Background: an optimization exercise with open tools, aiming at small area and a short achievable clock period. Do not read the settings as production practice.
In this exercise RTL edits were held to simulation tests only and were not proved equivalent to the original.

Design dmd_top, start of the top module:
module dmd_top (
    input  wire        clk,
    input  wire        rst,
    input  wire [47:0] cfg_freq,      
    input  wire [2:0]  cfg_mode,      
    input  wire [17:0] cfg_ax0_i,
    input  wire [17:0] cfg_ax0_q,
    input  wire [17:0] cfg_ax1_i,
    input  wire [17:0] cfg_ax1_q,
    input  wire [35:0] cfg_t0,
    input  wire [35:0] cfg_t1,
    input  wire [35:0] cfg_t2,
    input  wire        s_valid,
    input  wire        s_start,       
    input  wire [11:0] s_len,         
    input  wire [47:0] s_phase,       
    input  wire [15:0] s_y,           
    input  wire [35:0] s_w,           
    output reg         res_valid,
    output reg  [35:0] res_i,
    output reg  [35:0] res_q,
    output reg  [1:0]  res_state,
    output reg  [3:0]  res_flags      
);
clock: 20.0 ns
lec_check: 0
cap_margin: 20
core_margin: 2
core_utilization: 52
setup_slack_margin: 1.0
slew_margin: 20
synth_memory_max_bits: 65536
standard.sh (not shown) runs the stock make flow with config.mk's settings and CLKGATE_MAP_FILE= SYNTH_SCRIPT=/design/flow/synth_recipe.tcl, a recipe that flattens the netlist after the stock synthesis.
==> flow/flow/run.sh <==
#!/bin/bash
# The standard layout (the standard.sh), except that timing repair aims
# for more setup slack than the design's flow settings ask for, and the port
# buffers are sky130_fd_sc_hd__buf_2. The clock period, constraints,
# synthesis, floorplan, power grid and routing are the standard ones.
set -euo pipefail
MARGIN=$(cat flow/margin.txt)
# standard synthesis, unchanged
bash standard.sh synth > synth.log 2>&1
# the rest of the standard flow with the larger setup margin
sed -e "s/SETUP_SLACK_MARGIN=[-0-9.]*/SETUP_SLACK_MARGIN=${MARGIN} BUFFER_PORTS_ARGS='-buffer_cell sky130_fd_sc_hd__buf_2'/" standard.sh > standard_margin.sh
bash standard_margin.sh > layout.log 2>&1
==> flow/flow/margin.txt <==
14.9
The baseline finished clean.
Next try:
CORE_UTILIZATION = 40   (was 52)
CTS_CLUSTER_SIZE = 30   (was default)
Outcome: The changed run finished clean. Maximum frequency shrinks by 1.2%. Worst hold slack is better by 4.1 ps. Wire length goes up by 5.5%.

Another version of the RTL of dmd_top (not shown whole).
Size in the first run: roughly 7000 cells after synthesis, ~730 flip-flops, about 430 I/O pins.
export LEC_CHECK = 0
export CAP_MARGIN = 20
export CORE_MARGIN = 2
export CORE_UTILIZATION = 58
export SETUP_SLACK_MARGIN = 1.0
export SLEW_MARGIN = 20
export SYNTH_MEMORY_MAX_BITS = 65536
create_clock -name core_clock -period 20.0 [get_ports {clk}]
Scripts as last shown in full above: flow/flow/run.sh, flow/flow/margin.txt
Edit:
--- a/flow/config.mk
+++ b/flow/config.mk
@@ -9,3 +9,3 @@
 export CORE_MARGIN = 2
-export CORE_UTILIZATION = 58
+export CORE_UTILIZATION = 52
 export SETUP_SLACK_MARGIN = 1.0
=>
- worst setup slack is worse by 0.0058 ns
- fmax is about the same
- register-to-register slack is better by 0.15 ns
- hold slack is worse by 0.0059 ns
- routed wire length increases by 3.2%
- cell area increases by 0.53%
- critical path depth is unchanged
- clock-buffer cell count increases by 12
- non-clock buffer count decreases by 4
Edit:
--- a/flow/config.mk
+++ b/flow/config.mk
@@ -9,3 +9,4 @@
 export CORE_MARGIN = 2
-export CORE_UTILIZATION = 52
+export CORE_UTILIZATION = 40
+export CTS_CLUSTER_SIZE = 30
 export SETUP_SLACK_MARGIN = 1.0
=>
- The new run passed the timing, DRC and antenna checks
- via count grows by 0.80%
- worst hold slack stays flat
- setup slack loses 0.016 ns
- final cell count grows by 5.3%
- clock skew grows by 0.012 ns
- non-clock buffer count grows by 18
- utilization shrinks by 13 points
Edit:
==> flow/flow/run.sh (replaced) <==
#!/bin/bash
# The standard layout (the standard.sh), except that timing repair aims
# for more setup slack than the design's flow settings ask for, and the port
# buffers are sky130_fd_sc_hd__buf_1. The clock period, constraints,
# synthesis, floorplan, power grid and routing are the standard ones.
set -euo pipefail
MARGIN=$(cat flow/margin.txt)
# standard synthesis, unchanged
bash standard.sh synth > synth.log 2>&1
# the rest of the standard flow with the larger setup margin
sed -e "s/SETUP_SLACK_MARGIN=[-0-9.]*/SETUP_SLACK_MARGIN=${MARGIN} BUFFER_PORTS_ARGS='-buffer_cell sky130_fd_sc_hd__buf_1'/" standard.sh > standard_margin.sh
bash standard_margin.sh > layout.log 2>&1
--- a/flow/config.mk
+++ b/flow/config.mk
@@ -9,4 +9,3 @@
 export CORE_MARGIN = 2
-export CORE_UTILIZATION = 40
-export CTS_CLUSTER_SIZE = 30
+export CORE_UTILIZATION = 52
 export SETUP_SLACK_MARGIN = 1.0
Result:
- first-iteration DRC count shrinks by 13%
- core utilization is higher by 13 points
- setup slack gains 0.0071 ns
- global-route usage rose by 6.6 points
- via count came out lower by about 1%
Edit:
--- a/flow/config.mk
+++ b/flow/config.mk
@@ -9,3 +9,3 @@
 export CORE_MARGIN = 2
-export CORE_UTILIZATION = 52
+export CORE_UTILIZATION = 58
 export SETUP_SLACK_MARGIN = 1.0
=>
- The changed run went through all stages and came out clean
- register-to-register slack degrades by 0.14 ns
- synthesized area does not change
- setup slack improves by 0.023 ns
- wire length shrinks by 1.4%
- final cell count goes down by 2.5%
- global-route usage came out higher by 3.5 points

re-timing with driven ports:
The flow's constraints put no driver on any port. The routed layouts listed below were extracted and timed again, unchanged, in two steps.
Step 1 (the two cells are an assumption about what drives the block):
set clk [get_ports {clk}]
set_driving_cell -lib_cell sky130_fd_sc_hd__clkbuf_16 $clk
set_driving_cell -lib_cell sky130_fd_sc_hd__buf_2 [delete_from_list [all_inputs] $clk]
Step 2 adds t to the input delays and takes it off the output delays; t is the mean of the earliest and latest rising clock arrival at the registers after step 1. Input paths then give back, and output paths get back, about the clock's delay inside the block.
Slacks: ideal / step 1 / step 2; pairs: ideal / step 1.
run	t, ns	setup slack, ns	worst setup path at the end	worst slew at a driven data input, ns
the first run of note 1	0.778	14.594 / 14.516 / 14.361	input to register	0.17
the second run of note 1	0.787	14.526 / 14.450 / 14.334	input to register	0.18
the first run of note 2	0.770	14.786 / 14.709 / 14.365	input to register	0.09
the second run of note 2	0.799	14.780 / 14.700 / 14.263	input to register	0.11
the third run of note 2	0.812	14.764 / 14.680 / 14.401	input to register	0.12
the fourth run of note 2	0.782	14.771 / 14.695 / 14.311	input to register	0.09
the fifth run of note 2	0.765	14.794 / 14.713 / 14.391	input to register	0.10
After both steps every run listed still meets setup and hold. For the second run of note 2, which loses most, drivers alone change the setup slack by -0.080 ns; drivers and shift together by -0.517 ns.
